From an optimization exercise on the open Yosys and OpenROAD flow, aimed at small area and a short achievable clock period; shortcuts taken in it are not production practice. In this exercise RTL edits were held to simulation tests only and were not proved equivalent to the original.

==> flow/run.sh <==
#!/bin/bash
set -euo pipefail
bash standard.sh SETUP_SLACK_MARGIN=10 finish > make_finish.log 2>&1
==> standard.sh <==
#!/bin/bash
# synth_recipe.tcl (not shown) runs the flow's synth.tcl, then flattens the netlist and writes it again
# the make line also repeats each setting of config.mk as NAME=value (left out here)
make -C /OpenROAD-flow-scripts/flow DESIGN_CONFIG=/design/flow/config.mk WORK_HOME=/design/flow/orfs CLKGATE_MAP_FILE= SYNTH_SCRIPT=/design/flow/synth_recipe.tcl "${@:-finish}"
==> config.mk <==
export PLATFORM = sky130hd
export DESIGN_NAME = int_divider
export DESIGN_NICKNAME = int_divider
export VERILOG_FILES = /design/flow/design.v
export SDC_FILE = /design/flow/constraint.sdc
export NUM_CORES = 4
export LEC_CHECK = 0
export CAP_MARGIN = 20
export CORE_MARGIN = 2
export CORE_UTILIZATION = 40
export SLEW_MARGIN = 20
export SYNTH_HIERARCHICAL = 1
==> constraint.sdc <==
create_clock -name core_clock -period 18.0 [get_ports {clk}]
set_input_delay 3.6000 -clock core_clock [delete_from_list [all_inputs] [get_ports {clk}]]
set_output_delay 3.6000 -clock core_clock [all_outputs]
set_load 0.01 [all_outputs]
==> design.v <==
module int_divider (
    input  wire        clk,
    input  wire        rst,
    input  wire        start,
    input  wire        op_signed,
    input  wire        op_rem,
    input  wire [63:0] a,
    input  wire [63:0] b,
    output reg         done,
    output wire [63:0] result,
    output wire        ovf,
    output wire        dz
);
    localparam [1:0] S_IDLE  = 2'd0;
    localparam [1:0] S_SETUP = 2'd1;
    localparam [1:0] S_ITER  = 2'd2;
    localparam [1:0] S_HOLD  = 2'd3;
    reg  [1:0]  state;
    reg  [63:0] rmd;       
    reg  [66:0] dvs;       
    reg         cin;       
    reg  [63:0] quo;       
    reg         sgn_r;
    reg         rem_r;
    reg         an_r;      
    reg         bn_r;      
    reg         ovf_r;
    reg         dz_r;
    reg  [4:0]  cnt;       
    reg         z0;        
    reg         first;     
    reg         cmp_r;     
    wire        setup = (state == S_SETUP);
    reg         ng_r;
    reg         ns_r;
    wire [63:0] ng_x = ng_r ? rmd : quo;
    wire        ng_s = ns_r;
    wire [63:0] ng_y = (ng_x ^ {64{ng_s}}) + {63'd0, ng_s};
    assign result = ng_y;
    assign ovf    = ovf_r;
    assign dz     = dz_r;
    wire        a_neg_in  = op_signed & a[63];
    wire        b_neg_in  = op_signed & b[63];
    wire [63:0] bx_in     = b ^ {64{~b_neg_in}};        
    wire [63:0] ax     = rmd ^ {64{an_r}};           
    wire [63:0] bx     = dvs[63:0];                  
    wire        a_pow2 = an_r & ~|(~rmd[63:1] & rmd[62:0]);
    wire        b_pow2 = bn_r & ~|(~bx[63:1] & bx[62:0]);
    reg  [6:0]  loa;
    reg  [6:0]  lob;
    integer     i;
    always @* begin
        loa = 7'd64;
        for (i = 0; i < 64; i = i + 1)
            if (ax[i]) loa = 7'd63 - i[6:0];
        lob = 7'd64;
        for (i = 0; i < 64; i = i + 1)
            if (!bx[i]) lob = 7'd63 - i[6:0];
    end
    wire        bx_one = &bx;
    wire        b_zero = bx_one & ~bn_r;
    wire [7:0]  sdiff  = {1'b0, lob} - {1'b0, loa} + {7'd0, a_pow2} - {7'd0, b_pow2};
    wire        no_q   = b_zero | sdiff[7];         
    wire [5:0]  shamt  = sdiff[5:0];
    reg  [4:0]  m;                                   
    reg         md0;                                 
    integer     j;
    always @* begin
        m   = 5'd0;
        md0 = 1'b0;
        for (j = 0; j < 64; j = j + 1)
            if (shamt == j[5:0]) begin
                m   = j / 3;
                md0 = (j % 3) == 0;
            end
    end
    wire [66:0] bx2    = {3'b111, bx, {2{cin}}} ;   
    wire [66:0] sh3    = m[0] ? {bx2[63:0],  {3{cin}}}  : bx2;
    wire [66:0] sh6    = m[1] ? {sh3[60:0],  {6{cin}}}  : sh3;
    wire [66:0] sh12   = m[2] ? {sh6[54:0],  {12{cin}}} : sh6;
    wire [66:0] sh24   = m[3] ? {sh12[42:0], {24{cin}}} : sh12;
    wire [66:0] dvs0   = m[4] ? {sh24[18:0], {48{cin}}} : sh24;
    wire        min_by_m1 = sgn_r & (rmd == 64'h8000_0000_0000_0000) & bx_one & bn_r;
    wire [63:0] s0, s1, s2;
    wire        c0, c1, c2;
    wire [66:0] v0 = {1'b1, dvs[66:1]};
    wire [66:0] v1 = {1'b1, v0[66:1]};
    wire [66:0] v2 = {1'b1, v1[66:1]};
    div_add u_a0 (.x(rmd), .y(dvs[63:0]), .c(cin), .s(s0), .co(c0));
    wire        q0 = c0 & dvs[64] & dvs[65];
    wire [63:0] r0 = q0 ? s0 : rmd;
    div_add u_a1 (.x(r0), .y(v0[63:0]), .c(cin), .s(s1), .co(c1));
    wire        q1 = c1 & v0[64];
    wire [63:0] r1 = q1 ? s1 : r0;
    div_add u_a2 (.x(r1), .y(v1[63:0]), .c(cin), .s(s2), .co(c2));
    wire        q2 = c2;
    wire        iter  = (state == S_ITER);
    wire [63:0] rmd_e = iter ? r1 : (setup ? ng_y : a);
    wire        take2 = iter & q2;
    wire [63:0] rmd_d;
    genvar      gi;
    generate
        for (gi = 0; gi < 64; gi = gi + 1) begin : g_rmux
            div_mux2 u_m (.s(take2), .a(s2[gi]), .b(rmd_e[gi]), .y(rmd_d[gi]));
        end
    endgenerate
    reg  [1:0]  st_n;                                
    reg         dn_n;                                
    always @* begin
        st_n = state;
        dn_n = 1'b0;
        case (state)
            S_IDLE:  if (start) st_n = S_SETUP;
            S_SETUP: st_n = no_q ? S_HOLD : S_ITER;
            S_ITER:  if (cnt == 5'd1) begin
                         if (z0 & ~cmp_r) begin
                             dn_n = 1'b1;
                             st_n = S_IDLE;
                         end else begin
                             st_n = S_HOLD;
                         end
                     end
            default: begin
                         dn_n = 1'b1;
                         st_n = S_IDLE;
                     end
        endcase
    end
    wire        lastq = iter & (cnt == 5'd1) & z0 & first;
    wire [1:0]  st_d;
    wire        dn_d;
    div_mux2 u_st0 (.s(lastq), .a(q2),  .b(st_n[0]), .y(st_d[0]));   
    div_mux2 u_st1 (.s(lastq), .a(q2),  .b(st_n[1]), .y(st_d[1]));   
    div_mux2 u_dn  (.s(lastq), .a(~q2), .b(dn_n),    .y(dn_d));
    always @(posedge clk) begin
        if (rst) begin
            state <= S_IDLE;
            done  <= 1'b0;
        end else begin
            state <= st_d;
            done  <= dn_d;
        end
    end
    always @(posedge clk) begin
        case (state)
            S_IDLE: begin
                if (start) begin
                    rmd    <= rmd_d;
                    dvs    <= {3'b111, bx_in};
                    cin    <= ~b_neg_in;
                    an_r   <= a_neg_in;
                    bn_r   <= b_neg_in;
                    sgn_r  <= op_signed;
                    rem_r  <= op_rem;
                    ng_r   <= 1'b1;
                    ns_r   <= a_neg_in;
                end
            end
            S_SETUP: begin
                rmd   <= rmd_d;
                dvs   <= dvs0;
                quo   <= 64'd0;
                dz_r  <= b_zero;
                ovf_r <= ~rem_r & min_by_m1;
                first <= 1'b1;
                ng_r  <= rem_r;
                ns_r  <= rem_r ? an_r : (an_r ^ bn_r);
                z0    <= md0;
                cnt   <= m + 5'd1;
            end
            S_ITER: begin
                rmd   <= rmd_d;
                dvs   <= v2;
                quo   <= {quo[60:0], q0, q1, q2};
                first <= 1'b0;
                if (first) cmp_r <= q2;
                cnt   <= cnt - 5'd1;
            end
            default: ;   
        endcase
    end
endmodule
module div_mux2 (input s, input a, input b, output y); assign y = s ? a : b; endmodule
module div_aoi (input a, input b, input c, output y); assign y = ~(a | (b & c)); endmodule
module div_oai (input a, input b, input c, output y); assign y = ~(a & (b | c)); endmodule
module div_nand (input a, input b, output y); assign y = ~(a & b); endmodule
module div_nor (input a, input b, output y); assign y = ~(a | b); endmodule
module div_inv (input a, output y); assign y = ~a; endmodule
module div_xnor (input a, input b, output y); assign y = ~(a ^ b); endmodule
module div_cmaj (input a, input b, input c, output y); assign y = ~((a & b) | (a & c) | (b & c)); endmodule
module div_add (input [63:0] x, input [63:0] y, input c, output [63:0] s, output [0:0] co);
  wire [63:0] gn0;
  wire [63:0] pn0;
  div_cmaj ug0 (.a(x[0]), .b(y[0]), .c(c), .y(gn0[0]));
  div_xnor up0 (.a(x[0]), .b(y[0]), .y(pn0[0]));
  div_nand ug1 (.a(x[1]), .b(y[1]), .y(gn0[1]));
  div_xnor up1 (.a(x[1]), .b(y[1]), .y(pn0[1]));
  div_nand ug2 (.a(x[2]), .b(y[2]), .y(gn0[2]));
  div_xnor up2 (.a(x[2]), .b(y[2]), .y(pn0[2]));
  div_nand ug3 (.a(x[3]), .b(y[3]), .y(gn0[3]));
  div_xnor up3 (.a(x[3]), .b(y[3]), .y(pn0[3]));
  div_nand ug4 (.a(x[4]), .b(y[4]), .y(gn0[4]));
  div_xnor up4 (.a(x[4]), .b(y[4]), .y(pn0[4]));
  div_nand ug5 (.a(x[5]), .b(y[5]), .y(gn0[5]));
  div_xnor up5 (.a(x[5]), .b(y[5]), .y(pn0[5]));
  div_nand ug6 (.a(x[6]), .b(y[6]), .y(gn0[6]));
  div_xnor up6 (.a(x[6]), .b(y[6]), .y(pn0[6]));
  div_nand ug7 (.a(x[7]), .b(y[7]), .y(gn0[7]));
  div_xnor up7 (.a(x[7]), .b(y[7]), .y(pn0[7]));
  div_nand ug8 (.a(x[8]), .b(y[8]), .y(gn0[8]));
  div_xnor up8 (.a(x[8]), .b(y[8]), .y(pn0[8]));
  div_nand ug9 (.a(x[9]), .b(y[9]), .y(gn0[9]));
  div_xnor up9 (.a(x[9]), .b(y[9]), .y(pn0[9]));
  div_nand ug10 (.a(x[10]), .b(y[10]), .y(gn0[10]));
  div_xnor up10 (.a(x[10]), .b(y[10]), .y(pn0[10]));
  div_nand ug11 (.a(x[11]), .b(y[11]), .y(gn0[11]));
  div_xnor up11 (.a(x[11]), .b(y[11]), .y(pn0[11]));
  div_nand ug12 (.a(x[12]), .b(y[12]), .y(gn0[12]));
  div_xnor up12 (.a(x[12]), .b(y[12]), .y(pn0[12]));
  div_nand ug13 (.a(x[13]), .b(y[13]), .y(gn0[13]));
  div_xnor up13 (.a(x[13]), .b(y[13]), .y(pn0[13]));
  div_nand ug14 (.a(x[14]), .b(y[14]), .y(gn0[14]));
  div_xnor up14 (.a(x[14]), .b(y[14]), .y(pn0[14]));
  div_nand ug15 (.a(x[15]), .b(y[15]), .y(gn0[15]));
  div_xnor up15 (.a(x[15]), .b(y[15]), .y(pn0[15]));
  div_nand ug16 (.a(x[16]), .b(y[16]), .y(gn0[16]));
  div_xnor up16 (.a(x[16]), .b(y[16]), .y(pn0[16]));
  div_nand ug17 (.a(x[17]), .b(y[17]), .y(gn0[17]));
  div_xnor up17 (.a(x[17]), .b(y[17]), .y(pn0[17]));
  div_nand ug18 (.a(x[18]), .b(y[18]), .y(gn0[18]));
  div_xnor up18 (.a(x[18]), .b(y[18]), .y(pn0[18]));
  div_nand ug19 (.a(x[19]), .b(y[19]), .y(gn0[19]));
  div_xnor up19 (.a(x[19]), .b(y[19]), .y(pn0[19]));
  div_nand ug20 (.a(x[20]), .b(y[20]), .y(gn0[20]));
  div_xnor up20 (.a(x[20]), .b(y[20]), .y(pn0[20]));
  div_nand ug21 (.a(x[21]), .b(y[21]), .y(gn0[21]));
  div_xnor up21 (.a(x[21]), .b(y[21]), .y(pn0[21]));
  div_nand ug22 (.a(x[22]), .b(y[22]), .y(gn0[22]));
  div_xnor up22 (.a(x[22]), .b(y[22]), .y(pn0[22]));
  div_nand ug23 (.a(x[23]), .b(y[23]), .y(gn0[23]));
  div_xnor up23 (.a(x[23]), .b(y[23]), .y(pn0[23]));
  div_nand ug24 (.a(x[24]), .b(y[24]), .y(gn0[24]));
  div_xnor up24 (.a(x[24]), .b(y[24]), .y(pn0[24]));
  div_nand ug25 (.a(x[25]), .b(y[25]), .y(gn0[25]));
  div_xnor up25 (.a(x[25]), .b(y[25]), .y(pn0[25]));
  div_nand ug26 (.a(x[26]), .b(y[26]), .y(gn0[26]));
  div_xnor up26 (.a(x[26]), .b(y[26]), .y(pn0[26]));
  div_nand ug27 (.a(x[27]), .b(y[27]), .y(gn0[27]));
  div_xnor up27 (.a(x[27]), .b(y[27]), .y(pn0[27]));
  div_nand ug28 (.a(x[28]), .b(y[28]), .y(gn0[28]));
  div_xnor up28 (.a(x[28]), .b(y[28]), .y(pn0[28]));
  div_nand ug29 (.a(x[29]), .b(y[29]), .y(gn0[29]));
  div_xnor up29 (.a(x[29]), .b(y[29]), .y(pn0[29]));
  div_nand ug30 (.a(x[30]), .b(y[30]), .y(gn0[30]));
  div_xnor up30 (.a(x[30]), .b(y[30]), .y(pn0[30]));
  div_nand ug31 (.a(x[31]), .b(y[31]), .y(gn0[31]));
  div_xnor up31 (.a(x[31]), .b(y[31]), .y(pn0[31]));
  div_nand ug32 (.a(x[32]), .b(y[32]), .y(gn0[32]));
  div_xnor up32 (.a(x[32]), .b(y[32]), .y(pn0[32]));
  div_nand ug33 (.a(x[33]), .b(y[33]), .y(gn0[33]));
  div_xnor up33 (.a(x[33]), .b(y[33]), .y(pn0[33]));
  div_nand ug34 (.a(x[34]), .b(y[34]), .y(gn0[34]));
  div_xnor up34 (.a(x[34]), .b(y[34]), .y(pn0[34]));
  div_nand ug35 (.a(x[35]), .b(y[35]), .y(gn0[35]));
  div_xnor up35 (.a(x[35]), .b(y[35]), .y(pn0[35]));
  div_nand ug36 (.a(x[36]), .b(y[36]), .y(gn0[36]));
  div_xnor up36 (.a(x[36]), .b(y[36]), .y(pn0[36]));
  div_nand ug37 (.a(x[37]), .b(y[37]), .y(gn0[37]));
  div_xnor up37 (.a(x[37]), .b(y[37]), .y(pn0[37]));
  div_nand ug38 (.a(x[38]), .b(y[38]), .y(gn0[38]));
  div_xnor up38 (.a(x[38]), .b(y[38]), .y(pn0[38]));
  div_nand ug39 (.a(x[39]), .b(y[39]), .y(gn0[39]));
  div_xnor up39 (.a(x[39]), .b(y[39]), .y(pn0[39]));
  div_nand ug40 (.a(x[40]), .b(y[40]), .y(gn0[40]));
  div_xnor up40 (.a(x[40]), .b(y[40]), .y(pn0[40]));
  div_nand ug41 (.a(x[41]), .b(y[41]), .y(gn0[41]));
  div_xnor up41 (.a(x[41]), .b(y[41]), .y(pn0[41]));
  div_nand ug42 (.a(x[42]), .b(y[42]), .y(gn0[42]));
  div_xnor up42 (.a(x[42]), .b(y[42]), .y(pn0[42]));
  div_nand ug43 (.a(x[43]), .b(y[43]), .y(gn0[43]));
  div_xnor up43 (.a(x[43]), .b(y[43]), .y(pn0[43]));
  div_nand ug44 (.a(x[44]), .b(y[44]), .y(gn0[44]));
  div_xnor up44 (.a(x[44]), .b(y[44]), .y(pn0[44]));
  div_nand ug45 (.a(x[45]), .b(y[45]), .y(gn0[45]));
  div_xnor up45 (.a(x[45]), .b(y[45]), .y(pn0[45]));
  div_nand ug46 (.a(x[46]), .b(y[46]), .y(gn0[46]));
  div_xnor up46 (.a(x[46]), .b(y[46]), .y(pn0[46]));
  div_nand ug47 (.a(x[47]), .b(y[47]), .y(gn0[47]));
  div_xnor up47 (.a(x[47]), .b(y[47]), .y(pn0[47]));
  div_nand ug48 (.a(x[48]), .b(y[48]), .y(gn0[48]));
  div_xnor up48 (.a(x[48]), .b(y[48]), .y(pn0[48]));
  div_nand ug49 (.a(x[49]), .b(y[49]), .y(gn0[49]));
  div_xnor up49 (.a(x[49]), .b(y[49]), .y(pn0[49]));
  div_nand ug50 (.a(x[50]), .b(y[50]), .y(gn0[50]));
  div_xnor up50 (.a(x[50]), .b(y[50]), .y(pn0[50]));
  div_nand ug51 (.a(x[51]), .b(y[51]), .y(gn0[51]));
  div_xnor up51 (.a(x[51]), .b(y[51]), .y(pn0[51]));
  div_nand ug52 (.a(x[52]), .b(y[52]), .y(gn0[52]));
  div_xnor up52 (.a(x[52]), .b(y[52]), .y(pn0[52]));
  div_nand ug53 (.a(x[53]), .b(y[53]), .y(gn0[53]));
  div_xnor up53 (.a(x[53]), .b(y[53]), .y(pn0[53]));
  div_nand ug54 (.a(x[54]), .b(y[54]), .y(gn0[54]));
  div_xnor up54 (.a(x[54]), .b(y[54]), .y(pn0[54]));
  div_nand ug55 (.a(x[55]), .b(y[55]), .y(gn0[55]));
  div_xnor up55 (.a(x[55]), .b(y[55]), .y(pn0[55]));
  div_nand ug56 (.a(x[56]), .b(y[56]), .y(gn0[56]));
  div_xnor up56 (.a(x[56]), .b(y[56]), .y(pn0[56]));
  div_nand ug57 (.a(x[57]), .b(y[57]), .y(gn0[57]));
  div_xnor up57 (.a(x[57]), .b(y[57]), .y(pn0[57]));
  div_nand ug58 (.a(x[58]), .b(y[58]), .y(gn0[58]));
  div_xnor up58 (.a(x[58]), .b(y[58]), .y(pn0[58]));
  div_nand ug59 (.a(x[59]), .b(y[59]), .y(gn0[59]));
  div_xnor up59 (.a(x[59]), .b(y[59]), .y(pn0[59]));
  div_nand ug60 (.a(x[60]), .b(y[60]), .y(gn0[60]));
  div_xnor up60 (.a(x[60]), .b(y[60]), .y(pn0[60]));
  div_nand ug61 (.a(x[61]), .b(y[61]), .y(gn0[61]));
  div_xnor up61 (.a(x[61]), .b(y[61]), .y(pn0[61]));
  div_nand ug62 (.a(x[62]), .b(y[62]), .y(gn0[62]));
  div_xnor up62 (.a(x[62]), .b(y[62]), .y(pn0[62]));
  div_nand ug63 (.a(x[63]), .b(y[63]), .y(gn0[63]));
  div_xnor up63 (.a(x[63]), .b(y[63]), .y(pn0[63]));
  wire G1; div_oai uG1 (.a(gn0[1]), .b(pn0[1]), .c(gn0[0]), .y(G1));
  wire G2; div_oai uG2 (.a(gn0[3]), .b(pn0[3]), .c(gn0[2]), .y(G2));
  wire P3; div_nor uP3 (.a(pn0[3]), .b(pn0[2]), .y(P3));
  wire G4; div_oai uG4 (.a(gn0[5]), .b(pn0[5]), .c(gn0[4]), .y(G4));
  wire P5; div_nor uP5 (.a(pn0[5]), .b(pn0[4]), .y(P5));
  wire G6; div_oai uG6 (.a(gn0[7]), .b(pn0[7]), .c(gn0[6]), .y(G6));
  wire P7; div_nor uP7 (.a(pn0[7]), .b(pn0[6]), .y(P7));
  wire G8; div_oai uG8 (.a(gn0[9]), .b(pn0[9]), .c(gn0[8]), .y(G8));
  wire P9; div_nor uP9 (.a(pn0[9]), .b(pn0[8]), .y(P9));
  wire G10; div_oai uG10 (.a(gn0[11]), .b(pn0[11]), .c(gn0[10]), .y(G10));
  wire P11; div_nor uP11 (.a(pn0[11]), .b(pn0[10]), .y(P11));
  wire G12; div_oai uG12 (.a(gn0[13]), .b(pn0[13]), .c(gn0[12]), .y(G12));
  wire P13; div_nor uP13 (.a(pn0[13]), .b(pn0[12]), .y(P13));
  wire G14; div_oai uG14 (.a(gn0[15]), .b(pn0[15]), .c(gn0[14]), .y(G14));
  wire P15; div_nor uP15 (.a(pn0[15]), .b(pn0[14]), .y(P15));
  wire G16; div_oai uG16 (.a(gn0[17]), .b(pn0[17]), .c(gn0[16]), .y(G16));
  wire P17; div_nor uP17 (.a(pn0[17]), .b(pn0[16]), .y(P17));
  wire G18; div_oai uG18 (.a(gn0[19]), .b(pn0[19]), .c(gn0[18]), .y(G18));
  wire P19; div_nor uP19 (.a(pn0[19]), .b(pn0[18]), .y(P19));
  wire G20; div_oai uG20 (.a(gn0[21]), .b(pn0[21]), .c(gn0[20]), .y(G20));
  wire P21; div_nor uP21 (.a(pn0[21]), .b(pn0[20]), .y(P21));
  wire G22; div_oai uG22 (.a(gn0[23]), .b(pn0[23]), .c(gn0[22]), .y(G22));
  wire P23; div_nor uP23 (.a(pn0[23]), .b(pn0[22]), .y(P23));
  wire G24; div_oai uG24 (.a(gn0[25]), .b(pn0[25]), .c(gn0[24]), .y(G24));
  wire P25; div_nor uP25 (.a(pn0[25]), .b(pn0[24]), .y(P25));
  wire G26; div_oai uG26 (.a(gn0[27]), .b(pn0[27]), .c(gn0[26]), .y(G26));
  wire P27; div_nor uP27 (.a(pn0[27]), .b(pn0[26]), .y(P27));
  wire G28; div_oai uG28 (.a(gn0[29]), .b(pn0[29]), .c(gn0[28]), .y(G28));
  wire P29; div_nor uP29 (.a(pn0[29]), .b(pn0[28]), .y(P29));
  wire G30; div_oai uG30 (.a(gn0[31]), .b(pn0[31]), .c(gn0[30]), .y(G30));
  wire P31; div_nor uP31 (.a(pn0[31]), .b(pn0[30]), .y(P31));
  wire G32; div_oai uG32 (.a(gn0[33]), .b(pn0[33]), .c(gn0[32]), .y(G32));
  wire P33; div_nor uP33 (.a(pn0[33]), .b(pn0[32]), .y(P33));
  wire G34; div_oai uG34 (.a(gn0[35]), .b(pn0[35]), .c(gn0[34]), .y(G34));
  wire P35; div_nor uP35 (.a(pn0[35]), .b(pn0[34]), .y(P35));
  wire G36; div_oai uG36 (.a(gn0[37]), .b(pn0[37]), .c(gn0[36]), .y(G36));
  wire P37; div_nor uP37 (.a(pn0[37]), .b(pn0[36]), .y(P37));
  wire G38; div_oai uG38 (.a(gn0[39]), .b(pn0[39]), .c(gn0[38]), .y(G38));
  wire P39; div_nor uP39 (.a(pn0[39]), .b(pn0[38]), .y(P39));
  wire G40; div_oai uG40 (.a(gn0[41]), .b(pn0[41]), .c(gn0[40]), .y(G40));
  wire P41; div_nor uP41 (.a(pn0[41]), .b(pn0[40]), .y(P41));
  wire G42; div_oai uG42 (.a(gn0[43]), .b(pn0[43]), .c(gn0[42]), .y(G42));
  wire P43; div_nor uP43 (.a(pn0[43]), .b(pn0[42]), .y(P43));
  wire G44; div_oai uG44 (.a(gn0[45]), .b(pn0[45]), .c(gn0[44]), .y(G44));
  wire P45; div_nor uP45 (.a(pn0[45]), .b(pn0[44]), .y(P45));
  wire G46; div_oai uG46 (.a(gn0[47]), .b(pn0[47]), .c(gn0[46]), .y(G46));
  wire P47; div_nor uP47 (.a(pn0[47]), .b(pn0[46]), .y(P47));
  wire G48; div_oai uG48 (.a(gn0[49]), .b(pn0[49]), .c(gn0[48]), .y(G48));
  wire P49; div_nor uP49 (.a(pn0[49]), .b(pn0[48]), .y(P49));
  wire G50; div_oai uG50 (.a(gn0[51]), .b(pn0[51]), .c(gn0[50]), .y(G50));
  wire P51; div_nor uP51 (.a(pn0[51]), .b(pn0[50]), .y(P51));
  wire G52; div_oai uG52 (.a(gn0[53]), .b(pn0[53]), .c(gn0[52]), .y(G52));
  wire P53; div_nor uP53 (.a(pn0[53]), .b(pn0[52]), .y(P53));
  wire G54; div_oai uG54 (.a(gn0[55]), .b(pn0[55]), .c(gn0[54]), .y(G54));
  wire P55; div_nor uP55 (.a(pn0[55]), .b(pn0[54]), .y(P55));
  wire G56; div_oai uG56 (.a(gn0[57]), .b(pn0[57]), .c(gn0[56]), .y(G56));
  wire P57; div_nor uP57 (.a(pn0[57]), .b(pn0[56]), .y(P57));
  wire G58; div_oai uG58 (.a(gn0[59]), .b(pn0[59]), .c(gn0[58]), .y(G58));
  wire P59; div_nor uP59 (.a(pn0[59]), .b(pn0[58]), .y(P59));
  wire G60; div_oai uG60 (.a(gn0[61]), .b(pn0[61]), .c(gn0[60]), .y(G60));
  wire P61; div_nor uP61 (.a(pn0[61]), .b(pn0[60]), .y(P61));
  wire G62; div_oai uG62 (.a(gn0[63]), .b(pn0[63]), .c(gn0[62]), .y(G62));
  wire P63; div_nor uP63 (.a(pn0[63]), .b(pn0[62]), .y(P63));
  wire G64; div_aoi uG64 (.a(G2), .b(P3), .c(G1), .y(G64));
  wire G65; div_aoi uG65 (.a(G4), .b(P5), .c(G2), .y(G65));
  wire P66; div_nand uP66 (.a(P5), .b(P3), .y(P66));
  wire G67; div_aoi uG67 (.a(G6), .b(P7), .c(G4), .y(G67));
  wire P68; div_nand uP68 (.a(P7), .b(P5), .y(P68));
  wire G69; div_aoi uG69 (.a(G8), .b(P9), .c(G6), .y(G69));
  wire P70; div_nand uP70 (.a(P9), .b(P7), .y(P70));
  wire G71; div_aoi uG71 (.a(G10), .b(P11), .c(G8), .y(G71));
  wire P72; div_nand uP72 (.a(P11), .b(P9), .y(P72));
  wire G73; div_aoi uG73 (.a(G12), .b(P13), .c(G10), .y(G73));
  wire P74; div_nand uP74 (.a(P13), .b(P11), .y(P74));
  wire G75; div_aoi uG75 (.a(G14), .b(P15), .c(G12), .y(G75));
  wire P76; div_nand uP76 (.a(P15), .b(P13), .y(P76));
  wire G77; div_aoi uG77 (.a(G16), .b(P17), .c(G14), .y(G77));
  wire P78; div_nand uP78 (.a(P17), .b(P15), .y(P78));
  wire G79; div_aoi uG79 (.a(G18), .b(P19), .c(G16), .y(G79));
  wire P80; div_nand uP80 (.a(P19), .b(P17), .y(P80));
  wire G81; div_aoi uG81 (.a(G20), .b(P21), .c(G18), .y(G81));
  wire P82; div_nand uP82 (.a(P21), .b(P19), .y(P82));
  wire G83; div_aoi uG83 (.a(G22), .b(P23), .c(G20), .y(G83));
  wire P84; div_nand uP84 (.a(P23), .b(P21), .y(P84));
  wire G85; div_aoi uG85 (.a(G24), .b(P25), .c(G22), .y(G85));
  wire P86; div_nand uP86 (.a(P25), .b(P23), .y(P86));
  wire G87; div_aoi uG87 (.a(G26), .b(P27), .c(G24), .y(G87));
  wire P88; div_nand uP88 (.a(P27), .b(P25), .y(P88));
  wire G89; div_aoi uG89 (.a(G28), .b(P29), .c(G26), .y(G89));
  wire P90; div_nand uP90 (.a(P29), .b(P27), .y(P90));
  wire G91; div_aoi uG91 (.a(G30), .b(P31), .c(G28), .y(G91));
  wire P92; div_nand uP92 (.a(P31), .b(P29), .y(P92));
  wire G93; div_aoi uG93 (.a(G32), .b(P33), .c(G30), .y(G93));
  wire P94; div_nand uP94 (.a(P33), .b(P31), .y(P94));
  wire G95; div_aoi uG95 (.a(G34), .b(P35), .c(G32), .y(G95));
  wire P96; div_nand uP96 (.a(P35), .b(P33), .y(P96));
  wire G97; div_aoi uG97 (.a(G36), .b(P37), .c(G34), .y(G97));
  wire P98; div_nand uP98 (.a(P37), .b(P35), .y(P98));
  wire G99; div_aoi uG99 (.a(G38), .b(P39), .c(G36), .y(G99));
  wire P100; div_nand uP100 (.a(P39), .b(P37), .y(P100));
  wire G101; div_aoi uG101 (.a(G40), .b(P41), .c(G38), .y(G101));
  wire P102; div_nand uP102 (.a(P41), .b(P39), .y(P102));
  wire G103; div_aoi uG103 (.a(G42), .b(P43), .c(G40), .y(G103));
  wire P104; div_nand uP104 (.a(P43), .b(P41), .y(P104));
  wire G105; div_aoi uG105 (.a(G44), .b(P45), .c(G42), .y(G105));
  wire P106; div_nand uP106 (.a(P45), .b(P43), .y(P106));
  wire G107; div_aoi uG107 (.a(G46), .b(P47), .c(G44), .y(G107));
  wire P108; div_nand uP108 (.a(P47), .b(P45), .y(P108));
  wire G109; div_aoi uG109 (.a(G48), .b(P49), .c(G46), .y(G109));
  wire P110; div_nand uP110 (.a(P49), .b(P47), .y(P110));
  wire G111; div_aoi uG111 (.a(G50), .b(P51), .c(G48), .y(G111));
  wire P112; div_nand uP112 (.a(P51), .b(P49), .y(P112));
  wire G113; div_aoi uG113 (.a(G52), .b(P53), .c(G50), .y(G113));
  wire P114; div_nand uP114 (.a(P53), .b(P51), .y(P114));
  wire G115; div_aoi uG115 (.a(G54), .b(P55), .c(G52), .y(G115));
  wire P116; div_nand uP116 (.a(P55), .b(P53), .y(P116));
  wire G117; div_aoi uG117 (.a(G56), .b(P57), .c(G54), .y(G117));
  wire P118; div_nand uP118 (.a(P57), .b(P55), .y(P118));
  wire G119; div_aoi uG119 (.a(G58), .b(P59), .c(G56), .y(G119));
  wire P120; div_nand uP120 (.a(P59), .b(P57), .y(P120));
  wire G121; div_aoi uG121 (.a(G60), .b(P61), .c(G58), .y(G121));
  wire P122; div_nand uP122 (.a(P61), .b(P59), .y(P122));
  wire G123; div_aoi uG123 (.a(G62), .b(P63), .c(G60), .y(G123));
  wire P124; div_nand uP124 (.a(P63), .b(P61), .y(P124));
  wire I125; div_inv uI125 (.a(G1), .y(I125));
  wire G126; div_oai uG126 (.a(G65), .b(P66), .c(I125), .y(G126));
  wire G127; div_oai uG127 (.a(G67), .b(P68), .c(G64), .y(G127));
  wire G128; div_oai uG128 (.a(G69), .b(P70), .c(G65), .y(G128));
  wire P129; div_nor uP129 (.a(P70), .b(P66), .y(P129));
  wire G130; div_oai uG130 (.a(G71), .b(P72), .c(G67), .y(G130));
  wire P131; div_nor uP131 (.a(P72), .b(P68), .y(P131));
  wire G132; div_oai uG132 (.a(G73), .b(P74), .c(G69), .y(G132));
  wire P133; div_nor uP133 (.a(P74), .b(P70), .y(P133));
  wire G134; div_oai uG134 (.a(G75), .b(P76), .c(G71), .y(G134));
  wire P135; div_nor uP135 (.a(P76), .b(P72), .y(P135));
  wire G136; div_oai uG136 (.a(G77), .b(P78), .c(G73), .y(G136));
  wire P137; div_nor uP137 (.a(P78), .b(P74), .y(P137));
  wire G138; div_oai uG138 (.a(G79), .b(P80), .c(G75), .y(G138));
  wire P139; div_nor uP139 (.a(P80), .b(P76), .y(P139));
  wire G140; div_oai uG140 (.a(G81), .b(P82), .c(G77), .y(G140));
  wire P141; div_nor uP141 (.a(P82), .b(P78), .y(P141));
  wire G142; div_oai uG142 (.a(G83), .b(P84), .c(G79), .y(G142));
  wire P143; div_nor uP143 (.a(P84), .b(P80), .y(P143));
  wire G144; div_oai uG144 (.a(G85), .b(P86), .c(G81), .y(G144));
  wire P145; div_nor uP145 (.a(P86), .b(P82), .y(P145));
  wire G146; div_oai uG146 (.a(G87), .b(P88), .c(G83), .y(G146));
  wire P147; div_nor uP147 (.a(P88), .b(P84), .y(P147));
  wire G148; div_oai uG148 (.a(G89), .b(P90), .c(G85), .y(G148));
  wire P149; div_nor uP149 (.a(P90), .b(P86), .y(P149));
  wire G150; div_oai uG150 (.a(G91), .b(P92), .c(G87), .y(G150));
  wire P151; div_nor uP151 (.a(P92), .b(P88), .y(P151));
  wire G152; div_oai uG152 (.a(G93), .b(P94), .c(G89), .y(G152));
  wire P153; div_nor uP153 (.a(P94), .b(P90), .y(P153));
  wire G154; div_oai uG154 (.a(G95), .b(P96), .c(G91), .y(G154));
  wire P155; div_nor uP155 (.a(P96), .b(P92), .y(P155));
  wire G156; div_oai uG156 (.a(G97), .b(P98), .c(G93), .y(G156));
  wire P157; div_nor uP157 (.a(P98), .b(P94), .y(P157));
  wire G158; div_oai uG158 (.a(G99), .b(P100), .c(G95), .y(G158));
  wire P159; div_nor uP159 (.a(P100), .b(P96), .y(P159));
  wire G160; div_oai uG160 (.a(G101), .b(P102), .c(G97), .y(G160));
  wire P161; div_nor uP161 (.a(P102), .b(P98), .y(P161));
  wire G162; div_oai uG162 (.a(G103), .b(P104), .c(G99), .y(G162));
  wire P163; div_nor uP163 (.a(P104), .b(P100), .y(P163));
  wire G164; div_oai uG164 (.a(G105), .b(P106), .c(G101), .y(G164));
  wire P165; div_nor uP165 (.a(P106), .b(P102), .y(P165));
  wire G166; div_oai uG166 (.a(G107), .b(P108), .c(G103), .y(G166));
  wire P167; div_nor uP167 (.a(P108), .b(P104), .y(P167));
  wire G168; div_oai uG168 (.a(G109), .b(P110), .c(G105), .y(G168));
  wire P169; div_nor uP169 (.a(P110), .b(P106), .y(P169));
  wire G170; div_oai uG170 (.a(G111), .b(P112), .c(G107), .y(G170));
  wire P171; div_nor uP171 (.a(P112), .b(P108), .y(P171));
  wire G172; div_oai uG172 (.a(G113), .b(P114), .c(G109), .y(G172));
  wire P173; div_nor uP173 (.a(P114), .b(P110), .y(P173));
  wire G174; div_oai uG174 (.a(G115), .b(P116), .c(G111), .y(G174));
  wire P175; div_nor uP175 (.a(P116), .b(P112), .y(P175));
  wire G176; div_oai uG176 (.a(G117), .b(P118), .c(G113), .y(G176));
  wire P177; div_nor uP177 (.a(P118), .b(P114), .y(P177));
  wire G178; div_oai uG178 (.a(G119), .b(P120), .c(G115), .y(G178));
  wire P179; div_nor uP179 (.a(P120), .b(P116), .y(P179));
  wire G180; div_oai uG180 (.a(G121), .b(P122), .c(G117), .y(G180));
  wire P181; div_nor uP181 (.a(P122), .b(P118), .y(P181));
  wire G182; div_oai uG182 (.a(G123), .b(P124), .c(G119), .y(G182));
  wire P183; div_nor uP183 (.a(P124), .b(P120), .y(P183));
  wire G184; div_aoi uG184 (.a(G128), .b(P129), .c(G1), .y(G184));
  wire I185; div_inv uI185 (.a(G64), .y(I185));
  wire G186; div_aoi uG186 (.a(G130), .b(P131), .c(I185), .y(G186));
  wire G187; div_aoi uG187 (.a(G132), .b(P133), .c(G126), .y(G187));
  wire G188; div_aoi uG188 (.a(G134), .b(P135), .c(G127), .y(G188));
  wire G189; div_aoi uG189 (.a(G136), .b(P137), .c(G128), .y(G189));
  wire P190; div_nand uP190 (.a(P137), .b(P129), .y(P190));
  wire G191; div_aoi uG191 (.a(G138), .b(P139), .c(G130), .y(G191));
  wire P192; div_nand uP192 (.a(P139), .b(P131), .y(P192));
  wire G193; div_aoi uG193 (.a(G140), .b(P141), .c(G132), .y(G193));
  wire P194; div_nand uP194 (.a(P141), .b(P133), .y(P194));
  wire G195; div_aoi uG195 (.a(G142), .b(P143), .c(G134), .y(G195));
  wire P196; div_nand uP196 (.a(P143), .b(P135), .y(P196));
  wire G197; div_aoi uG197 (.a(G144), .b(P145), .c(G136), .y(G197));
  wire P198; div_nand uP198 (.a(P145), .b(P137), .y(P198));
  wire G199; div_aoi uG199 (.a(G146), .b(P147), .c(G138), .y(G199));
  wire P200; div_nand uP200 (.a(P147), .b(P139), .y(P200));
  wire G201; div_aoi uG201 (.a(G148), .b(P149), .c(G140), .y(G201));
  wire P202; div_nand uP202 (.a(P149), .b(P141), .y(P202));
  wire G203; div_aoi uG203 (.a(G150), .b(P151), .c(G142), .y(G203));
  wire P204; div_nand uP204 (.a(P151), .b(P143), .y(P204));
  wire G205; div_aoi uG205 (.a(G152), .b(P153), .c(G144), .y(G205));
  wire P206; div_nand uP206 (.a(P153), .b(P145), .y(P206));
  wire G207; div_aoi uG207 (.a(G154), .b(P155), .c(G146), .y(G207));
  wire P208; div_nand uP208 (.a(P155), .b(P147), .y(P208));
  wire G209; div_aoi uG209 (.a(G156), .b(P157), .c(G148), .y(G209));
  wire P210; div_nand uP210 (.a(P157), .b(P149), .y(P210));
  wire G211; div_aoi uG211 (.a(G158), .b(P159), .c(G150), .y(G211));
  wire P212; div_nand uP212 (.a(P159), .b(P151), .y(P212));
  wire G213; div_aoi uG213 (.a(G160), .b(P161), .c(G152), .y(G213));
  wire P214; div_nand uP214 (.a(P161), .b(P153), .y(P214));
  wire G215; div_aoi uG215 (.a(G162), .b(P163), .c(G154), .y(G215));
  wire P216; div_nand uP216 (.a(P163), .b(P155), .y(P216));
  wire G217; div_aoi uG217 (.a(G164), .b(P165), .c(G156), .y(G217));
  wire P218; div_nand uP218 (.a(P165), .b(P157), .y(P218));
  wire G219; div_aoi uG219 (.a(G166), .b(P167), .c(G158), .y(G219));
  wire P220; div_nand uP220 (.a(P167), .b(P159), .y(P220));
  wire G221; div_aoi uG221 (.a(G168), .b(P169), .c(G160), .y(G221));
  wire P222; div_nand uP222 (.a(P169), .b(P161), .y(P222));
  wire G223; div_aoi uG223 (.a(G170), .b(P171), .c(G162), .y(G223));
  wire P224; div_nand uP224 (.a(P171), .b(P163), .y(P224));
  wire G225; div_aoi uG225 (.a(G172), .b(P173), .c(G164), .y(G225));
  wire P226; div_nand uP226 (.a(P173), .b(P165), .y(P226));
  wire G227; div_aoi uG227 (.a(G174), .b(P175), .c(G166), .y(G227));
  wire P228; div_nand uP228 (.a(P175), .b(P167), .y(P228));
  wire G229; div_aoi uG229 (.a(G176), .b(P177), .c(G168), .y(G229));
  wire P230; div_nand uP230 (.a(P177), .b(P169), .y(P230));
  wire G231; div_aoi uG231 (.a(G178), .b(P179), .c(G170), .y(G231));
  wire P232; div_nand uP232 (.a(P179), .b(P171), .y(P232));
  wire G233; div_aoi uG233 (.a(G180), .b(P181), .c(G172), .y(G233));
  wire P234; div_nand uP234 (.a(P181), .b(P173), .y(P234));
  wire G235; div_aoi uG235 (.a(G182), .b(P183), .c(G174), .y(G235));
  wire P236; div_nand uP236 (.a(P183), .b(P175), .y(P236));
  wire I237; div_inv uI237 (.a(G1), .y(I237));
  wire G238; div_oai uG238 (.a(G189), .b(P190), .c(I237), .y(G238));
  wire G239; div_oai uG239 (.a(G191), .b(P192), .c(G64), .y(G239));
  wire I240; div_inv uI240 (.a(G126), .y(I240));
  wire G241; div_oai uG241 (.a(G193), .b(P194), .c(I240), .y(G241));
  wire I242; div_inv uI242 (.a(G127), .y(I242));
  wire G243; div_oai uG243 (.a(G195), .b(P196), .c(I242), .y(G243));
  wire G244; div_oai uG244 (.a(G197), .b(P198), .c(G184), .y(G244));
  wire G245; div_oai uG245 (.a(G199), .b(P200), .c(G186), .y(G245));
  wire G246; div_oai uG246 (.a(G201), .b(P202), .c(G187), .y(G246));
  wire G247; div_oai uG247 (.a(G203), .b(P204), .c(G188), .y(G247));
  wire G248; div_oai uG248 (.a(G205), .b(P206), .c(G189), .y(G248));
  wire P249; div_nor uP249 (.a(P206), .b(P190), .y(P249));
  wire G250; div_oai uG250 (.a(G207), .b(P208), .c(G191), .y(G250));
  wire P251; div_nor uP251 (.a(P208), .b(P192), .y(P251));
  wire G252; div_oai uG252 (.a(G209), .b(P210), .c(G193), .y(G252));
  wire P253; div_nor uP253 (.a(P210), .b(P194), .y(P253));
  wire G254; div_oai uG254 (.a(G211), .b(P212), .c(G195), .y(G254));
  wire P255; div_nor uP255 (.a(P212), .b(P196), .y(P255));
  wire G256; div_oai uG256 (.a(G213), .b(P214), .c(G197), .y(G256));
  wire P257; div_nor uP257 (.a(P214), .b(P198), .y(P257));
  wire G258; div_oai uG258 (.a(G215), .b(P216), .c(G199), .y(G258));
  wire P259; div_nor uP259 (.a(P216), .b(P200), .y(P259));
  wire G260; div_oai uG260 (.a(G217), .b(P218), .c(G201), .y(G260));
  wire P261; div_nor uP261 (.a(P218), .b(P202), .y(P261));
  wire G262; div_oai uG262 (.a(G219), .b(P220), .c(G203), .y(G262));
  wire P263; div_nor uP263 (.a(P220), .b(P204), .y(P263));
  wire G264; div_oai uG264 (.a(G221), .b(P222), .c(G205), .y(G264));
  wire P265; div_nor uP265 (.a(P222), .b(P206), .y(P265));
  wire G266; div_oai uG266 (.a(G223), .b(P224), .c(G207), .y(G266));
  wire P267; div_nor uP267 (.a(P224), .b(P208), .y(P267));
  wire G268; div_oai uG268 (.a(G225), .b(P226), .c(G209), .y(G268));
  wire P269; div_nor uP269 (.a(P226), .b(P210), .y(P269));
  wire G270; div_oai uG270 (.a(G227), .b(P228), .c(G211), .y(G270));
  wire P271; div_nor uP271 (.a(P228), .b(P212), .y(P271));
  wire G272; div_oai uG272 (.a(G229), .b(P230), .c(G213), .y(G272));
  wire P273; div_nor uP273 (.a(P230), .b(P214), .y(P273));
  wire G274; div_oai uG274 (.a(G231), .b(P232), .c(G215), .y(G274));
  wire P275; div_nor uP275 (.a(P232), .b(P216), .y(P275));
  wire G276; div_oai uG276 (.a(G233), .b(P234), .c(G217), .y(G276));
  wire P277; div_nor uP277 (.a(P234), .b(P218), .y(P277));
  wire G278; div_oai uG278 (.a(G235), .b(P236), .c(G219), .y(G278));
  wire P279; div_nor uP279 (.a(P236), .b(P220), .y(P279));
  wire G280; div_aoi uG280 (.a(G248), .b(P249), .c(G1), .y(G280));
  wire I281; div_inv uI281 (.a(G64), .y(I281));
  wire G282; div_aoi uG282 (.a(G250), .b(P251), .c(I281), .y(G282));
  wire G283; div_aoi uG283 (.a(G252), .b(P253), .c(G126), .y(G283));
  wire G284; div_aoi uG284 (.a(G254), .b(P255), .c(G127), .y(G284));
  wire I285; div_inv uI285 (.a(G184), .y(I285));
  wire G286; div_aoi uG286 (.a(G256), .b(P257), .c(I285), .y(G286));
  wire I287; div_inv uI287 (.a(G186), .y(I287));
  wire G288; div_aoi uG288 (.a(G258), .b(P259), .c(I287), .y(G288));
  wire I289; div_inv uI289 (.a(G187), .y(I289));
  wire G290; div_aoi uG290 (.a(G260), .b(P261), .c(I289), .y(G290));
  wire I291; div_inv uI291 (.a(G188), .y(I291));
  wire G292; div_aoi uG292 (.a(G262), .b(P263), .c(I291), .y(G292));
  wire G293; div_aoi uG293 (.a(G264), .b(P265), .c(G238), .y(G293));
  wire G294; div_aoi uG294 (.a(G266), .b(P267), .c(G239), .y(G294));
  wire G295; div_aoi uG295 (.a(G268), .b(P269), .c(G241), .y(G295));
  wire G296; div_aoi uG296 (.a(G270), .b(P271), .c(G243), .y(G296));
  wire G297; div_aoi uG297 (.a(G272), .b(P273), .c(G244), .y(G297));
  wire G298; div_aoi uG298 (.a(G274), .b(P275), .c(G245), .y(G298));
  wire G299; div_aoi uG299 (.a(G276), .b(P277), .c(G246), .y(G299));
  wire G300; div_aoi uG300 (.a(G278), .b(P279), .c(G247), .y(G300));
  wire I301; div_inv uI301 (.a(G1), .y(I301));
  wire G302; div_oai uG302 (.a(gn0[2]), .b(pn0[2]), .c(I301), .y(G302));
  wire G303; div_oai uG303 (.a(gn0[4]), .b(pn0[4]), .c(G64), .y(G303));
  wire I304; div_inv uI304 (.a(G126), .y(I304));
  wire G305; div_oai uG305 (.a(gn0[6]), .b(pn0[6]), .c(I304), .y(G305));
  wire I306; div_inv uI306 (.a(G127), .y(I306));
  wire G307; div_oai uG307 (.a(gn0[8]), .b(pn0[8]), .c(I306), .y(G307));
  wire G308; div_oai uG308 (.a(gn0[10]), .b(pn0[10]), .c(G184), .y(G308));
  wire G309; div_oai uG309 (.a(gn0[12]), .b(pn0[12]), .c(G186), .y(G309));
  wire G310; div_oai uG310 (.a(gn0[14]), .b(pn0[14]), .c(G187), .y(G310));
  wire G311; div_oai uG311 (.a(gn0[16]), .b(pn0[16]), .c(G188), .y(G311));
  wire I312; div_inv uI312 (.a(G238), .y(I312));
  wire G313; div_oai uG313 (.a(gn0[18]), .b(pn0[18]), .c(I312), .y(G313));
  wire I314; div_inv uI314 (.a(G239), .y(I314));
  wire G315; div_oai uG315 (.a(gn0[20]), .b(pn0[20]), .c(I314), .y(G315));
  wire I316; div_inv uI316 (.a(G241), .y(I316));
  wire G317; div_oai uG317 (.a(gn0[22]), .b(pn0[22]), .c(I316), .y(G317));
  wire I318; div_inv uI318 (.a(G243), .y(I318));
  wire G319; div_oai uG319 (.a(gn0[24]), .b(pn0[24]), .c(I318), .y(G319));
  wire I320; div_inv uI320 (.a(G244), .y(I320));
  wire G321; div_oai uG321 (.a(gn0[26]), .b(pn0[26]), .c(I320), .y(G321));
  wire I322; div_inv uI322 (.a(G245), .y(I322));
  wire G323; div_oai uG323 (.a(gn0[28]), .b(pn0[28]), .c(I322), .y(G323));
  wire I324; div_inv uI324 (.a(G246), .y(I324));
  wire G325; div_oai uG325 (.a(gn0[30]), .b(pn0[30]), .c(I324), .y(G325));
  wire I326; div_inv uI326 (.a(G247), .y(I326));
  wire G327; div_oai uG327 (.a(gn0[32]), .b(pn0[32]), .c(I326), .y(G327));
  wire G328; div_oai uG328 (.a(gn0[34]), .b(pn0[34]), .c(G280), .y(G328));
  wire G329; div_oai uG329 (.a(gn0[36]), .b(pn0[36]), .c(G282), .y(G329));
  wire G330; div_oai uG330 (.a(gn0[38]), .b(pn0[38]), .c(G283), .y(G330));
  wire G331; div_oai uG331 (.a(gn0[40]), .b(pn0[40]), .c(G284), .y(G331));
  wire G332; div_oai uG332 (.a(gn0[42]), .b(pn0[42]), .c(G286), .y(G332));
  wire G333; div_oai uG333 (.a(gn0[44]), .b(pn0[44]), .c(G288), .y(G333));
  wire G334; div_oai uG334 (.a(gn0[46]), .b(pn0[46]), .c(G290), .y(G334));
  wire G335; div_oai uG335 (.a(gn0[48]), .b(pn0[48]), .c(G292), .y(G335));
  wire G336; div_oai uG336 (.a(gn0[50]), .b(pn0[50]), .c(G293), .y(G336));
  wire G337; div_oai uG337 (.a(gn0[52]), .b(pn0[52]), .c(G294), .y(G337));
  wire G338; div_oai uG338 (.a(gn0[54]), .b(pn0[54]), .c(G295), .y(G338));
  wire G339; div_oai uG339 (.a(gn0[56]), .b(pn0[56]), .c(G296), .y(G339));
  wire G340; div_oai uG340 (.a(gn0[58]), .b(pn0[58]), .c(G297), .y(G340));
  wire G341; div_oai uG341 (.a(gn0[60]), .b(pn0[60]), .c(G298), .y(G341));
  wire G342; div_oai uG342 (.a(gn0[62]), .b(pn0[62]), .c(G299), .y(G342));
  assign s = ~pn0 ^ {G342, ~G299, G341, ~G298, G340, ~G297, G339, ~G296, G338, ~G295, G337, ~G294, G336, ~G293, G335, ~G292, G334, ~G290, G333, ~G288, G332, ~G286, G331, ~G284, G330, ~G283, G329, ~G282, G328, ~G280, G327, G247, G325, G246, G323, G245, G321, G244, G319, G243, G317, G241, G315, G239, G313, G238, G311, ~G188, G310, ~G187, G309, ~G186, G308, ~G184, G307, G127, G305, G126, G303, ~G64, G302, G1, ~gn0[0], c};
  assign co[0] = ~G300;
endmodule
==> flow_metrics.py, run 1 <==
metrics = {
    "outcome": {
        "outcome": "no timing/DRC/antenna violations",
    },
    "global_route": {
        "grt_pass1_vias": 35200,
        "grt_pass1_wl_mm": 250,
        "gr-total-overflow": 0,
        "grt_max_degree": 73,
        "grtUsageTotal_pct": 39.8,
        "antenna_found_initial": 5,
    },
    "placement": {
        "placed_cell_area_um2": 36700,
        "pre_cts_ws_ns": 7.49,
        "post-dp-hpwl_mm": 131,
        "gp_congestion": 1.08,
        "io_buffers": 199,
        "place_inst": 5564,
    },
    "synth": {
        "synth_top_cell_area_share_pct": 19.0,
        "yosysUniqueCellTypes": 106,
        "syn-cell-area_um2": 33500,
        "synth-seq-cells": 215,
        "synthTopCellsByArea": "edfxtp_1 (19%), xnor2_1 (12%), nand2_1 (6.8%)",
        "synth-simple-area-share_pct": 19.9,
        "synth_compound_area_share_pct": 25.9,
        "yosys_warnings": 7,
        "synth_top_family_by_area": "compound AO/OA/AOI/OAI gates",
        "avgSynthCellArea_um2": 7.55,
        "synth-edff-count": 212,
        "synthMuxAreaShare_pct": 13.8,
        "yosys.area_share.xor_xnor_pct": 15.0,
        "synthAdderAreaFrac_pct": 1.14,
        "syn_nets": 4599,
        "synth_cells": 4438,
        "ys.flop_type": "edfxtp_1",
        "yosys.area.top_type": "edfxtp_1",
        "synthArstFlopShare_pct": 0,
        "ys_seq_area_share_pct": 19.2,
    },
    "setup_path": {
        "cp.required_ns": 14.40,
        "reg2reg_from": "dvs[42]$_DFFE_PP_",
        "timing.rr.end": "rmd[58]$_DFFE_PP_",
        "critPathKind": "reg2out",
        "crit_path_end_kind": "output port",
        "crit_fanout": 31,
        "crit_path_start_kind": "flop",
        "r2r_cells": 35,
        "cp-endpoint": "result[51]",
        "rrSetupSlack_ns": 10.11,
        "worst_setup_path_startpoint": "ng_r$_SDFFCE_PN1P_",
        "arrival_ns": 4.39,
    },
    "die": {
        "core_um2": 83300,
        "io_pins": 200,
        "start_util_pct": 40.3,
        "fp.dieH_um": 294,
        "die_w_um": 294,
        "rows": 106,
        "dieArea_um2": 86200,
    },
    "finish": {
        "fillers": 8132,
        "final_area_um2": 41800,
        "nets": 4889,
        "area_growth_pct": 24.5,
        "stdcell_count": 5832,
        "drive_gt1_share_pct": 25.4,
    },
    "sta": {
        "worst_pin_slew_ns": 1.12,
        "post-route-worst-setup-slack_ns": 10.01,
        "finalSetupViolCount": 0,
        "finalCriticalPeriod_ns": 7.99,
        "fin_skew_ns": 0.0365,
        "clock.fmax_mhz": 125,
        "hold_slack_ns": 0.540,
        "final-hold-violation-count": 0,
        "drv_slew": 0,
        "slew_headroom_pct": 24.9,
        "fin_setup_tns_ns": 0,
        "grt_setup_unrepaired": "yes",
        "finalCritPeriodShare_pct": 44.4,
    },
    "clock_network": {
        "clk_pin_slew_ns": 0.06,
        "cts_root_buffer": "clkbuf_16",
        "clk_latency_ns": 0.64,
        "cts_tree": "built",
        "clock_path_buffers": 3,
        "cts_num_sinks": 215,
        "cts_max_level": 1,
        "cts_made_buffers": 29,
    },
    "routing": {
        "drtPass1Iterations": 9,
        "wl_per_cell_um": 30.7,
        "viasPerCell": 6.55,
        "final_antenna_net_count": 0,
        "first_iter_violations": 5198,
        "totalWireLength_mm": 179,
        "vias": 38200,
        "drc_errors": 0,
    },
    "job": {
        "drv_cap": 0,
    },
    "min_path": {
        "worstHoldPathType": "reg2reg",
    },
}
==> layer usage <==
layer	vias up	track usage (%)	routed length [um]
li1	16600	-	-
met1	18300	50.4	68500
met2	2609	60.9	76600
met3	676	7.52	18600
met4	2	27.7	15600
met5	-	0	11
==> Yosys stat by module, one instance, submodules excluded <==
module | times used | cell area [um^2] | flops+latches
div_add | 3 | 564 | 0
div_aoi | 225 | 8.76 | 0
div_cmaj | 3 | 12.5 | 0
div_inv | 63 | 3.75 | 0
div_mux2 | 67 | 15.0 | 0
div_nand | 351 | 3.75 | 0
div_nor | 225 | 3.75 | 0
div_oai | 351 | 5.00 | 0
div_xnor | 192 | 8.76 | 0
int_divider | 1 | 23000 | 215
==> cell families (layout without fill, tap and decap cells) <==
logic type                 count (synthesis)  in the layout
adders and majority gates                 29             29
muxes                                    396            396
other                                      0              2
AOI/OAI and AO/OA                       1351           1351
buffers and inverters                    399            706
and+or+nand+nor                         1477           1482
xor gates and xnor gates                 571            571
DFF                                      215            215
==> worst max-delay path, stage by stage, from the launching register on <==
cell	delay, ns
edfxtp_1	0.52
bufbuf_16	0.35
bufbuf_16	0.32
or3_4	0.40
a21oi_2	0.16
o2111ai_1	0.18
nor3_2	0.23
buf_4	0.15
nand3_2	0.14
nor2_4	0.28
o2111ai_1	0.23
xnor2_2	0.23
clkdlybuf4s50_1	0.56
==> worst min path at each step <==
stage,start,to,slack (ns),cells after the start
floorplan,rem_r$_DFFE_PP_,ng_r$_SDFFCE_PN1P_,0.51,1
global placement,rem_r$_DFFE_PP_,ng_r$_SDFFCE_PN1P_,0.51,1
detailed placement,rem_r$_DFFE_PP_,ng_r$_SDFFCE_PN1P_,0.52,1
CTS,rem_r$_DFFE_PP_,ng_r$_SDFFCE_PN1P_,0.53,1
global route,rem_r$_DFFE_PP_,ng_r$_SDFFCE_PN1P_,0.55,1
finish,rem_r$_DFFE_PP_,ng_r$_SDFFCE_PN1P_,0.54,1
==> placed cells by master (no fill, tap or decap), drive strengths merged, types with 98 or more instances in the layout <==
cell type      count
buf              314
xnor2            477
nor2             392
clkdlybuf4s50    181
mux2i            167
nand2            607
nand3             98
a21oi            386
edfxtp           212
o21ai            583
mux2             219
inv              134
==> cell type report <==
type / instances / area [um^2] / share of cell area, %
Tap cell: 1080 / 1350 / 3.24
Inverter: 134 / 512 / 1.23
Sequential cell: 215 / 6430 / 15.4
Antenna cell: 2 / 5.00 / 0.0120
Multi-Input combinational cell: 3829 / 27600 / 66.1
Clock buffer: 32 / 737 / 1.76
Timing Repair Buffer: 519 / 4850 / 11.6
Clock inverter: 21 / 275 / 0.659
==> flip-flops by register name, indices dropped and copies added (netlist names) <==
| register | flops |
|---|---|
| quo | 64 |
| ns_r | 1 |
| cmp_r | 1 |
| cnt | 5 |
| dvs | 67 |
| ovf_r | 1 |
| first | 1 |
| cin | 1 |
| sgn_r | 1 |
| rem_r | 1 |
| rmd | 64 |
| bn_r | 1 |
| ng_r | 1 |
| an_r | 1 |
| state | 2 |
| z0 | 1 |
| done | 1 |
| dz_r | 1 |
==> through the flow <==
step	util (%)
2_1_floorplan	-
3_3_place_gp	44.1
3_5_place_dp	44.1
4_1_cts	48.6
5_1_grt	50.1
6_report	50.1
==> synthesized netlist by cell type (92+ instances only) <==
cell type    n
nand2_1    603
xnor2_1    475
nor2_1     390
o21ai_1    371
a21oi_2    228
edfxtp_1   212
o21ai_0    211
clkbuf_1   182
mux2i_1    167
a21oi_1    158
mux2_2     150
inv_1      129
nand3_1     97
xor2_1      92
==> timing repair <==
action,CTS,global route
gates cloned,13,1
endpoints found under the setup margin,178,161
pin swaps,33,38
hold buffers,0,0
buffers inserted,153,44
resized for setup,269,188
==> run 2, diff against run 1 <==
--- a/design.v
+++ b/design.v
@@ -187,11 +187,15 @@
 module div_nor (input a, input b, output y); assign y = ~(a | b); endmodule
 module div_inv (input a, output y); assign y = ~a; endmodule
 module div_xnor (input a, input b, output y); assign y = ~(a ^ b); endmodule
-module div_cmaj (input a, input b, input c, output y); assign y = ~((a & b) | (a & c) | (b & c)); endmodule
 module div_add (input [63:0] x, input [63:0] y, input c, output [63:0] s, output [0:0] co);
   wire [63:0] gn0;
   wire [63:0] pn0;
-  div_cmaj ug0 (.a(x[0]), .b(y[0]), .c(c), .y(gn0[0]));
+  wire k1n, k1, k2n, k2;
+  div_nand uk2n (.a(y[0]), .b(c), .y(k2n));
+  div_inv uk2 (.a(k2n), .y(k2));
+  div_nor uk1n (.a(y[0]), .b(c), .y(k1n));
+  div_inv uk1 (.a(k1n), .y(k1));
+  div_aoi ug0 (.a(k2), .b(x[0]), .c(k1), .y(gn0[0]));
   div_xnor up0 (.a(x[0]), .b(y[0]), .y(pn0[0]));
   div_nand ug1 (.a(x[1]), .b(y[1]), .y(gn0[1]));
   div_xnor up1 (.a(x[1]), .b(y[1]), .y(pn0[1]));
==> run 2 against run 1 <==
- design area up 0.43%
- worst setup slack worse by 0.039 ns
- global-route usage down 0.52 points
- maximum frequency down 0.49%
- die area about the same
==> flow_metrics.py, run 2 <==
metrics = {
    "outcome": {
        "outcome": "no timing/DRC/antenna violations",
    },
    "sta": {
        "grt_setup_unrepaired": "yes",
        "finalSetupViolCount": 0,
        "hold_slack_ns": 0.539,
        "final-hold-violation-count": 0,
        "finalCriticalPeriod_ns": 8.03,
        "drv_slew": 0,
        "fin_setup_tns_ns": 0,
        "clock.fmax_mhz": 124,
        "slew_headroom_pct": 19.9,
        "fin_skew_ns": 0.0336,
        "finalCritPeriodShare_pct": 44.6,
        "worst_pin_slew_ns": 1.20,
    },
    "die": {
        "die_w_um": 294,
        "dieArea_um2": 86200,
        "rows": 106,
        "start_util_pct": 40.2,
        "core_um2": 83400,
        "io_pins": 200,
        "fp.dieH_um": 294,
    },
    "finish": {
        "final_common_cell": "nand2_1",
        "register_area_um2": 6430,
        "largest_reg_flops": 67,
        "multiInputGateArea_um2": 27900,
        "most-common-layout-cells": "nand2_1 (598), xnor2_1 (375), o21ai_1 (322), nor2_1 (289), buf_4 (269)",
        "reg_top3": "dvs (67), quo (64), rmd (64)",
        "final_area_um2": 41900,
        "regMostFlops": "dvs",
        "area_growth_pct": 25.0,
        "drive_gt1_share_pct": 25.0,
        "stdcell_count": 5828,
        "fillers": 8180,
        "final_util_pct": 50.3,
        "nets": 4882,
    },
    "setup_path": {
        "rrSetupSlack_ns": 10.07,
        "crit_path_start_kind": "flop",
        "arrival_ns": 4.43,
        "r2r_cells": 31,
        "crit_path_end_kind": "output port",
        "cp.required_ns": 14.40,
        "critPathKind": "reg2out",
        "crit_fanout": 34,
        "cp-endpoint": "result[63]",
        "worst_setup_path_startpoint": "ng_r$_SDFFCE_PN1P_",
        "timing.rr.end": "rmd[59]$_DFFE_PP_",
        "reg2reg_from": "rmd[2]$_DFFE_PP_",
    },
    "synth": {
        "yosys_warnings": 7,
        "synth_cells": 4447,
        "ys.flop_type": "edfxtp_1",
        "yosysUniqueCellTypes": 106,
        "syn-cell-area_um2": 33600,
        "synth-seq-cells": 215,
        "synth_top_cell_area_share_pct": 19.0,
        "synth_commonest_cells": "nand2_1 (606), xnor2_1 (475), nor2_1 (393)",
        "synthTopCellsByArea": "edfxtp_1 (19%), xnor2_1 (12%), nand2_1 (6.8%)",
        "yosysMostFrequentCell": "nand2_1",
        "synthArstFlopShare_pct": 0,
        "synth-edff-count": 212,
        "ys_seq_area_share_pct": 19.1,
        "avgSynthCellArea_um2": 7.55,
        "syn_nets": 4608,
        "yosys.area.top_type": "edfxtp_1",
    },
    "job": {
        "drv_cap": 0,
    },
    "global_route": {
        "grt_pass1_vias": 34400,
        "grtUsageTotal_pct": 39.2,
        "antenna_found_initial": 3,
        "grt_max_degree": 141,
        "gr-total-overflow": 0,
        "grt_pass1_wl_mm": 248,
    },
    "routing": {
        "vias": 37800,
        "drc_errors": 0,
        "totalWireLength_mm": 177,
        "wl_per_cell_um": 30.4,
        "first_iter_violations": 5173,
        "final_antenna_net_count": 0,
        "drtPass1Iterations": 6,
        "viasPerCell": 6.49,
    },
    "placement": {
        "placed_cell_area_um2": 36900,
        "post-dp-hpwl_mm": 131,
        "io_buffers": 199,
        "gp_congestion": 1.07,
        "place_inst": 5584,
    },
    "clock_network": {
        "cts_tree": "built",
        "clk_pin_slew_ns": 0.07,
        "clock_path_buffers": 3,
        "cts_made_buffers": 30,
        "cts_num_sinks": 215,
        "cts_max_level": 1,
        "clk_latency_ns": 0.63,
        "cts_root_buffer": "clkbuf_16",
    },
    "min_path": {
        "worstHoldPathType": "reg2reg",
    },
}
run 2: critical path, stage by stage, from the launching register on:
cell and delay, ns:
edfxtp_1 0.45, buf_4 0.18, bufbuf_16 0.31, or3_1 0.39, a21oi_1 0.13, o2111a_1 0.31
and4_1 0.35, nand2_2 0.21, nor4_2 0.36, mux2i_1 0.29, xnor2_1 0.20, clkdlybuf4s50_1 0.59
run 2: cells by family (layout without fill, tap and decap cells):
kind of cell	Yosys count	count (layout)	share of synthesized area, %
multiplexers	396	396	13.7
buffers and inverters	405	696	5.06
XOR/XNOR	571	571	15.0
AO/OA/AOI/OAI	1348	1348	25.9
other	0	4	0
flip-flops	215	215	19.1
AND/OR/NAND/NOR	1483	1489	20.0
adder cells (fa/ha/maj)	29	29	1.14
run 2: worst min-delay path by stage:
stage	startpoint	slack (ns)	endpoint	cells past startpoint
floorplan	rem_r$_DFFE_PP_	0.51	ng_r$_SDFFCE_PN1P_	1
global placement	rem_r$_DFFE_PP_	0.52	ng_r$_SDFFCE_PN1P_	1
detailed placement	rem_r$_DFFE_PP_	0.52	ng_r$_SDFFCE_PN1P_	1
CTS	rem_r$_DFFE_PP_	0.54	ng_r$_SDFFCE_PN1P_	1
global route	rem_r$_DFFE_PP_	0.56	ng_r$_SDFFCE_PN1P_	1
finish	rem_r$_DFFE_PP_	0.54	ng_r$_SDFFCE_PN1P_	1
run 2: timing repair:
action,4_1_cts,5_1_grt
setup endpoints to repair,189,165
pin swaps,28,50
setup buffers,100,73
endpoints found under the hold margin,0,0
hold buffers,0,0
gates resized for setup,194,264
cloned,10,2
run 2: area by class of cell:
type	count	area share [%]
tap	1080	3.22
clock buffer	33	1.87
multi-input combinational	3833	66.5
timing repair buffer	501	11.3
antenna	4	0.0239
sequential	215	15.3
inverter	140	1.31
clock inverter	22	0.531
run 2: metrics by stage:
step | worst slack, ns
global placement | 7.03
global route | 9.87
CTS | 9.90
finish | 9.97
floorplan | 10.01
detailed placement | 6.90
run 2: per-layer routing:
| layer | up-vias | track usage [%] | wire length [um] |
|---|---|---|---|
| met5 | - | 0 | 25 |
| met4 | 4 | 26.0 | 15000 |
| met3 | 611 | 7.45 | 18400 |
| met2 | 2481 | 60.0 | 75300 |
| met1 | 18100 | 50.4 | 68300 |
| li1 | 16600 | - | - |
run 2: Yosys stat by module (local to each module, per instance), a selection:
module,cells,area (um^2),flip-flops and latches
div_add,65,564,0
div_aoi,1,8.76,0
div_inv,1,3.75,0
div_mux2,1,15.0,0
div_nand,1,3.75,0
int_divider,2763,23000,215

==> what the ideal ports hide <==
The results above use ideal ports. As a check the final layouts listed here were re-extracted and re-timed, cells and wires unchanged. Step 1 (the two cells are an assumption about what drives the block):
set clk [get_ports {clk}]
set_driving_cell -lib_cell sky130_fd_sc_hd__clkbuf_16 $clk
set_driving_cell -lib_cell sky130_fd_sc_hd__buf_2 [delete_from_list [all_inputs] $clk]
Step 2 also shifts input and output timing later by t, the mid clock arrival at the registers, as if the neighbouring blocks saw the same clock. Three values: ideal ports, drivers, drivers and shift; two values: the first two.
run	t, ns	setup slack, ns	slew at the worst register clock pin (ns)
run 1	0.697	10.006 / 9.933 / 10.109	0.09 / 0.09
run 2	0.679	9.966 / 9.896 / 10.072	0.07 / 0.07
After both steps every run listed still meets setup and hold.
